What follows belongs to an exercise in optimizing a design on an open flow for small area and a short achievable clock period; a production flow would make more cautious choices. Function not checked in this run: the RTL went through the layout flow alone. Power figures rest on the tool's default switching activity, not on a simulated workload.

### design.v
module arb_res (
    input  wire        clk,
    input  wire        rst,
    input  wire        tick_i,
    input  wire        pause_i,
    input  wire        cmd_valid_i,
    input  wire        cmd_op_i,
    input  wire [5:0]  cmd_id_i,
    input  wire [15:0] cmd_lst_i,
    input  wire        cmd_nodl_i,
    input  wire        cmd_lock_i,
    input  wire        unlock_i,
    output wire        gnt_valid_o,
    output wire [5:0]  gnt_id_o,
    output wire        gnt_lock_o,
    output wire        gnt_miss_o,
    output wire [15:0] gnt_slack_o,
    output wire        locked_o,
    output wire        lock_over_o,
    output wire        lock_reject_o,
    output wire        rewrite_o,
    output wire [6:0]  sat_cnt_o,
    output wire [6:0]  shift_cnt_o,
    output wire [5:0]  ptr_o,
    output wire [15:0] now_o
);
    localparam N  = 64;
    localparam KW = 18;                   
    reg [N-1:0]  v_q;                     
    reg [N-1:0]  s_q;                     
    reg [N-1:0]  n_q;                     
    reg [15:0]   k_q [0:N-1];             
    reg [3:0]    lk_q;                    
    reg [15:0]   now_q;
    reg [5:0]    ptr_q;
    reg          lock_act_q;
    reg [5:0]    lock_beat_q;
    reg [6:0]    nv_q;                    
    reg [6:0]    sat_cnt_q;
    reg [6:0]    shift_cnt_q;
    wire cmd_new = cmd_valid_i & ~cmd_op_i;
    wire cmd_rw  = cmd_valid_i &  cmd_op_i;
    wire dt      = tick_i & ~pause_i;     
    localparam W = 17;
    wire [N*W-1:0] l0_key;
    genvar i;
    generate
        for (i = 0; i < N; i = i + 1) begin : g_key
            assign l0_key[i*W +: W] = {n_q[i], k_q[i]};
        end
    endgenerate
    wire [16*W-1:0] l1_min;  wire [15:0] l1_any;  wire [63:0] l1_c;
    wire [4*W-1:0]  l2_min;  wire [3:0]  l2_any;  wire [15:0] l2_c;
    wire [W-1:0]    l3_min;  wire        l3_any;  wire [3:0]  l3_c;
    generate
        for (i = 0; i < 16; i = i + 1) begin : g_l1
            arb_elim #(.R(4), .W(W)) u (.c0(v_q[4*i +: 4]), .key(l0_key[4*W*i +: 4*W]),
                .m(l1_min[W*i +: W]), .any(l1_any[i]), .c(l1_c[4*i +: 4]));
        end
        for (i = 0; i < 4; i = i + 1) begin : g_l2
            arb_elim #(.R(4), .W(W)) u (.c0(l1_any[4*i +: 4]), .key(l1_min[4*W*i +: 4*W]),
                .m(l2_min[W*i +: W]), .any(l2_any[i]), .c(l2_c[4*i +: 4]));
        end
    endgenerate
    arb_elim #(.R(4), .W(W)) u_l3 (.c0(l2_any), .key(l2_min), .m(l3_min), .any(l3_any), .c(l3_c));
    wire [N-1:0] win;
    generate
        for (i = 0; i < N; i = i + 1) begin : g_win
            assign win[i] = l1_c[i] & l2_c[i/4] & l3_c[i/16];
        end
    endgenerate
    wire [N-1:0] above;
    generate
        for (i = 0; i < N; i = i + 1) begin : g_above
            assign above[i] = (i >= ptr_q);
        end
    endgenerate
    wire [N-1:0] hi   = win & above;
    wire [N-1:0] pick = (|hi) ? hi : win;
    wire [N-1:0] pre;                     
    arb_prefix_or #(.N(N)) u_pre (.x(pick), .y(pre));
    wire [N-1:0] sel  = pick & ~pre;
    wire         ties = |(win & ~sel);
    reg  [5:0]     ids;
    integer k;
    always @* begin
        ids = 6'd0;
        for (k = 0; k < N; k = k + 1)
            if (sel[k]) ids = ids | k[5:0];
    end
    wire [KW-1:0] ks  = {~l3_any, l3_min};
    wire          los = ids < ptr_q;
    wire        new_v  = cmd_new & ~v_q[cmd_id_i];
    wire [15:0] kc     = (cmd_lst_i - now_q) ^ 16'h8000;
    wire [KW-1:0] kn   = {1'b0, cmd_nodl_i, kc};
    wire        lon    = cmd_id_i < ptr_q;
    wire        n_lt   = kn < ks;
    wire        n_eq   = kn == ks;
    wire        new_w  = new_v & (n_lt | (n_eq & ({lon, cmd_id_i} < {los, ids})));
    wire        tie    = new_v ? (n_eq | (~n_lt & ties)) : ties;
    wire lock_end = lock_act_q & (lock_beat_q == 6'd33);
    wire held     = lock_act_q & ~lock_end;
    wire free     = ~pause_i & ~held;
    wire        lk_ok  = cmd_id_i[5:2] == 4'b1011;
    wire [15:0] kw     = new_w ? kc : ks[15:0];
    wire        nw     = new_w ? cmd_nodl_i : ks[16];
    wire        lkw    = new_w ? (cmd_lock_i & lk_ok)
                               : ((ids[5:2] == 4'b1011) & lk_q[ids[1:0]]);
    assign gnt_valid_o = free & (new_v | ~ks[KW-1]);
    assign gnt_id_o    = new_w ? cmd_id_i : ids;
    assign gnt_lock_o  = lkw;
    assign gnt_slack_o = kw ^ 16'h8000;
    assign gnt_miss_o  = ~nw & ~kw[15];
    assign locked_o      = held;
    assign lock_over_o   = lock_end;
    assign ptr_o         = ptr_q;
    assign now_o         = now_q;
    assign lock_reject_o = new_v & cmd_lock_i & ~lk_ok;
    assign sat_cnt_o     = sat_cnt_q;
    assign shift_cnt_o   = shift_cnt_q;
    wire gs_any = gnt_valid_o & ~new_w;           
    wire gn     = gnt_valid_o &  new_w;           
    assign rewrite_o = cmd_rw & v_q[cmd_id_i] & ~(gs_any & (ids == cmd_id_i));
    wire [15:0] kc_t  = dt ? kc - 16'd1 : kc;
    wire        sat_c = tick_i & ~kc_t[15] & (~kc_t[14] | (kc_t[13:0] == 14'd0));
    wire [15:0] kc_st = sat_c ? 16'd0 : kc_t;
    wire [N-1:0] v_nx, s_nx, ev;
    generate
        for (i = 0; i < N; i = i + 1) begin : g_slot
            wire hit   = (cmd_id_i == i);
            wire gs    = gs_any & sel[i];
            wire stn   = new_v & hit & ~gn;
            wire load  = stn | (cmd_rw & hit & v_q[i] & ~gs & ~s_q[i]);
            wire [15:0] kd = dt ? k_q[i] - 16'd1 : k_q[i];
            wire chk   = tick_i & ~kd[15] & (~kd[14] | (kd[13:0] == 14'd0));
            wire zero  = s_q[i] | chk;
            assign v_nx[i] = (v_q[i] & ~gs) | stn;
            assign s_nx[i] = load ? sat_c : (v_nx[i] & zero);
            assign ev[i]   = load ? sat_c : (v_nx[i] & ~s_q[i] & chk);
            always @(posedge clk) begin
                k_q[i] <= load ? kc_st : (zero ? 16'd0 : kd);
                if (stn) n_q[i] <= cmd_nodl_i;
            end
        end
    endgenerate
    reg [6:0] sat_cnt;
    always @* begin
        sat_cnt = 7'd0;
        for (k = 0; k < N; k = k + 1)
            sat_cnt = sat_cnt + {6'd0, ev[k]};
    end
    wire [6:0] nv_nx = nv_q + {6'd0, new_v & ~gn} - {6'd0, gs_any};
    always @(posedge clk) begin
        if (new_v & ~gn & lk_ok)
            lk_q[cmd_id_i[1:0]] <= cmd_lock_i;
    end
    always @(posedge clk) begin
        if (rst) begin
            v_q         <= {N{1'b0}};
            s_q         <= {N{1'b0}};
            nv_q        <= 7'd0;
            sat_cnt_q   <= 7'd0;
            shift_cnt_q <= 7'd0;
            now_q       <= 16'd0;
            ptr_q       <= 6'd0;
            lock_act_q  <= 1'b0;
            lock_beat_q <= 6'd0;
        end else begin
            v_q         <= v_nx;
            s_q         <= s_nx;
            nv_q        <= nv_nx;
            sat_cnt_q   <= sat_cnt;
            shift_cnt_q <= (tick_i & pause_i) ? nv_nx : 7'd0;
            now_q       <= now_q + {15'd0, tick_i};
            if (gnt_valid_o & tie)
                ptr_q <= gnt_id_o + 6'd1;
            if (gnt_valid_o & gnt_lock_o) begin
                lock_act_q  <= 1'b1;
                lock_beat_q <= 6'd2;
            end else if (lock_act_q) begin
                if (lock_end | unlock_i)
                    lock_act_q <= 1'b0;
                else
                    lock_beat_q <= lock_beat_q + 6'd1;
            end
        end
    end
endmodule
module arb_elim #(parameter R = 4, parameter W = 17) (
    input  wire [R-1:0]   c0,
    input  wire [R*W-1:0] key,
    output wire [W-1:0]   m,
    output wire           any,
    output wire [R-1:0]   c
);
    wire [R-1:0] cs [0:W];
    assign cs[W] = c0;
    genvar b, j;
    generate
        for (b = W-1; b >= 0; b = b - 1) begin : g_b
            wire [R-1:0] z;
            for (j = 0; j < R; j = j + 1) begin : g_j
                assign z[j] = cs[b+1][j] & ~key[j*W+b];
            end
            wire zb = |z;
            assign m[b] = ~zb;
            for (j = 0; j < R; j = j + 1) begin : g_c
                assign cs[b][j] = cs[b+1][j] & ~(key[j*W+b] & zb);
            end
        end
    endgenerate
    assign any = |c0;
    assign c   = cs[0];
endmodule
module arb_prefix_or #(parameter N = 64) (
    input  wire [N-1:0] x,
    output wire [N-1:0] y
);
    localparam L = $clog2(N);
    wire [N-1:0] s [0:L];
    assign s[0] = x;
    genvar l, i;
    generate
        for (l = 0; l < L; l = l + 1) begin : g_l
            for (i = 0; i < N; i = i + 1) begin : g_i
                if ((i >> l) & 1)
                    assign s[l+1][i] = s[l][i] | s[l][((i >> l) << l) - 1];
                else
                    assign s[l+1][i] = s[l][i];
            end
        end
    endgenerate
    assign y = {s[L][N-2:0], 1'b0};
endmodule
### flow/run.sh
#!/bin/bash
# Layout flow: the standard ORFS flow (standard.sh), except that synthesis maps
# the logic with the ABC script in flow/abc.script instead of ORFS's own. The
# synthesis is otherwise the standard synthesis (synth_recipe.tcl), so the
# registers keep their names and cell types.
set -euo pipefail
W=$(pwd)
G=$W/flow_gen
mkdir -p "$G"

# ORFS's synth.tcl with the abc call pointed at our script
sed "s|log_cmd abc {\*}\$abc_args|log_cmd abc -script $W/flow/abc.script {*}[lrange \$abc_args 2 end]|" \
    "$FLOW_HOME/scripts/synth.tcl" > "$G/synth.tcl"
grep -q "abc -script $W/flow/abc.script" "$G/synth.tcl"
# The standard flow's synthesis wrapper, sourcing that copy
sed "s|source \$::env(SCRIPTS_DIR)/synth.tcl|source $G/synth.tcl|" synth_recipe.tcl > "$G/synth_recipe.tcl"
grep -q "source $G/synth.tcl" "$G/synth_recipe.tcl"

make -C "$FLOW_HOME" DESIGN_CONFIG="$W/config.mk" WORK_HOME="$W/orfs" CLKGATE_MAP_FILE= \
    SYNTH_SCRIPT="$G/synth_recipe.tcl" synth > "$W/synth.log" 2>&1

bash standard.sh > "$W/layout.log" 2>&1
### flow/abc.script
&get -n
&st
&dch -f
&nf -R 1000
&put
### standard.sh
#!/bin/bash
# synth_recipe.tcl (not shown) runs the flow's synth.tcl, then flattens the netlist and writes it again
# the make line also repeats each setting of config.mk as NAME=value (left out here)
make -C /OpenROAD-flow-scripts/flow DESIGN_CONFIG=/design/flow/config.mk WORK_HOME=/design/flow/orfs CLKGATE_MAP_FILE= SYNTH_SCRIPT=/design/flow/synth_recipe.tcl "${@:-finish}"
### config.mk
export PLATFORM = sky130hd
export DESIGN_NAME = arb_res
export DESIGN_NICKNAME = arb_res
export VERILOG_FILES = /design/flow/design.v
export SDC_FILE = /design/flow/constraint.sdc
export NUM_CORES = 8
export LEC_CHECK = 0
export CAP_MARGIN = 20
export CORE_MARGIN = 2
export CORE_UTILIZATION = 40
export SETUP_SLACK_MARGIN = 1.0
export SLEW_MARGIN = 20
### constraint.sdc
create_clock -name core_clock -period 48.0 [get_ports {clk}]
set_input_delay 9.6000 -clock core_clock [delete_from_list [all_inputs] [get_ports {clk}]]
set_output_delay 9.6000 -clock core_clock [all_outputs]
set_load 0.01 [all_outputs]
==> results.cfg <==
[synthesis]
syn-cell-area_sq_um = 86700
synth_fp_nets = 11700
synthArstFlopShare_pct = 0
yosysSeqAreaShare_pct = 30.1
synthCells = 11500
yosysTopAreaCellShare_pct = 27.7
synth.mux.area_fraction_pct = 0.740
ys_top_cells_by_count = 1909 x a21oi_1, 1202 x dfxtp_1, 1130 x nor2_1
synth_cell_type_count = 66
yosysWarnings = 4
synth_simple_gate_area_share_pct = 26.7
synth.area.top_cells = dfxtp_1 28%, a21oi_1 11%, xnor2_1 7.0%
synth_edf_count = 68
synth_fa_ha_area_share_pct = 3.43
synth_compound_area_share_pct = 27.2
synth.largest_area_cell = dfxtp_1
synth_xor_area_share_pct = 10.1
yosysMostFrequentCell = a21oi_1
synthFlopType = dfxtp_1
avgSynthCellArea_sq_um = 7.56
synth_top_family_by_area = compound AO/OA/AOI/OAI gates
synth_seq_cells = 1270

[timing]
setup-tns-final_ns = 0
finalWorstPathRequiredPeriod_ns = 47.14
fin_skew_ns = 0.0412
setup_viol = 0
tightestPinTransition_ns = 1.27
max_freq_mhz = 21.2
finalHoldViolCount = 0
rsz0062_at_grt = false
fin_crit_sh_pct = 98.2
final_max_slew_viol_count = 0
relSlewSlack_pct = 14.9
worst_hold_slack_ns = 0.526

[place]
place_area_sq_um = 93400
gp_congestion = 1.07
io_buffers = 95
place_hpwl_um = 316000

[global_route]
grt_max_degree = 96
grt_overflow = 0
grt_pass1_wl_um = 605000
grt_pass1_vias = 88800
antenna_found_initial = 41
grtUsageTotal_pct = 36.4

[power]
p_leak_nw = 36.5
vdd_ir_drop_max_mv = 0.0350
power_mw = 5.51
power_density_nw_per_um2 = 55.6

[clock_network]
clk_pin_slew_ns = 0.06
numCtsBuffers = 158
h-tree-depth = 4
root_buffer = clkbuf_16
clockBufferDepth = 3
insertion_delay_ns = 0.86
cts.sinks = 1270
cts_tree = yes
cts.hold.buffers_added = 0

[setup_path]
arrival_ns = 37.54
critPathKind = reg2out
crit_required_ns = 38.40
slowest_stage = or4_1
slowest_delay_ns = 0.84
crit_path_end_kind = output pin
critPathLaunchType = flip-flop
worst_path_most_repeated_cell = nor2b_1
crit_path_max_fanout = 31

[floorplan]
die-area_sq_um = 221000
rows = 170
coreArea_sq_um = 215000
initial_core_util_pct = 40.3
pin_count = 96
die_w_um = 470
die_h_um = 470

[drt]
drtIter0Drc = 12000
post_drt_wl_per_cell_um = 28.2
vias = 97600
ant_nets = 0
wl_um = 422000
route.detailed.drc = 0
via_per_inst = 6.53
firstDrtPassIters = 9

[finish]
utilization_pct = 46.1
fin_area_sq_um = 99100
fin_nets = 12200
seqCellArea_sq_um = 26100
drive_above_1_share_pct = 5.29
multiInputGateArea_sq_um = 59900
fill_cells = 21400
syn2layout_area_growth_pct = 14.3

[flow_run]
maxCapViolCount = 0

[outcome]
status = finished clean

[hold_path]
hold_path.class = reg2reg
-- cell families (layout without fill, tap and decap cells) --
group,count (synthesis),after routing
buf+inv,422,1031
flops,1270,1270
fa+ha+maj,204,204
mux,44,44
other cells,0,17
simple gates,4496,4496
xor+xnor,998,998
compound gates,4045,4045
-- layout by cell type, fill, tap and decap left out, types with 64 or more instances in the layout --
cell and instances:
nor2b_1 340, a221o_1 64, nor3_1 370, nand2_1 656
a22o_1 123, clkdlybuf4s50_1 90, or2_0 202, nor3b_1 101
edfxtp_1 68, buf_4 217, dfxtp_1 1202, o41ai_1 92
clkbuf_16 160, nor2_1 1087, ha_1 148, o22ai_1 353
nand3_1 571, a21o_1 153, xnor2_1 695, xor2_1 300
clkinv_1 426, a21oi_1 1902, or3_1 160, nand4_1 104
a211oi_1 92, nor4_1 397, o21bai_1 74, o21ai_0 866
or4_1 111, nand3b_1 79
-- cell type report --
cell class | count | share of cell area (%)
inverter | 422 | 1.60
tap | 2838 | 3.58
antenna | 17 | 0.0429
multi-input combinational | 9787 | 60.4
clock buffer | 228 | 4.57
sequential | 1270 | 26.3
timing repair buffer | 317 | 2.66
clock inverter | 64 | 0.830
-- critical path: cells and delay by family (launching register included) --
family | cells | cell delay (ns)
compound gates | 38 | 14.01
fa+ha+maj | 2 | 0.55
buf+inv | 13 | 3.22
flops | 1 | 0.38
simple gates | 49 | 18.35
-- per-layer routing --
metal	up-vias	GRT usage, %	part of all wire (%)
met2	5214	56.2	43
met5	-	0	0.024
met4	14	17.9	5.7
li1	44200	-	-
met3	1118	7.66	10
met1	47000	48.1	41
-- registers in the layout, indices dropped and copies added (netlist names) --
register	flops
ptr_q	6
n_q	64
k_q	1024
lock_act_q	1
lk_q	4
lock_beat_q	6
nv_q	7
s_q	64
shift_cnt_q	7
v_q	64
sat_cnt_q	7
now_q	16
-- through the flow --
step	setup slack [ns]	std cells
floorplan	12.36	11500
global placement	-9.43	14600
detailed placement	-4.69	14600
CTS	1.06	14900
global route	1.05	14900
finish	0.862	14900
-- repair_timing --
| action | CTS | global route |
|---|---|---|
| resized for setup | 29 | 8 |
| buffers inserted | 6 | 5 |
| setup endpoints to repair | 32 | 25 |
| pin swaps | 3 | 1 |
-- where the power goes --
part | total, mW | switching, mW | leakage [nW] | internal, mW
logic | 2.27 | 1.40 | 23.4 | 0.871
registers | 1.99 | 0.553 | 10.5 | 1.44
clock network | 1.26 | 0.531 | 2.62 | 0.726
-- final timing paths --
path | from | endpoint | slack [ns] | depth (start not counted)
setup / recovery | v_q[53] | rewrite_o | 0.86 | 102
hold reg to reg | lock_beat_q[5] | lock_beat_q[5] | 0.53 | 2
setup reg to reg | v_q[53] | sat_cnt_q[4] | 3.17 | 122
hold / removal | lock_beat_q[5] | lock_beat_q[5] | 0.53 | 2

-- static timing again, ports no longer ideal --
The results above use ideal ports. As a check the final layout listed here was re-extracted and re-timed, cells and wires unchanged. Step 1 (the two cells are an assumption about what drives the block):
set clk [get_ports {clk}]
set_driving_cell -lib_cell sky130_fd_sc_hd__clkbuf_16 $clk
set_driving_cell -lib_cell sky130_fd_sc_hd__buf_2 [delete_from_list [all_inputs] $clk]
Step 2 times the ports against the registers' clock, not the clock port: input delays grow and output delays shrink by t, the midpoint of the rising clock arrivals with the driver on. a / b / c = ideal / step 1 / step 2; a / b = the first two.
t, ns: 0.948
slack for setup (ns): 0.862 / 0.754 / 1.702
worst setup path after step 2: register to output
latest minus earliest clock arrival (ns): 0.041 / 0.041
pins driven straight from the clock port: 1
After both steps this run still meets setup and hold. The setup slack of this run moves by -0.108 ns with the drivers and by +0.840 ns with both steps.
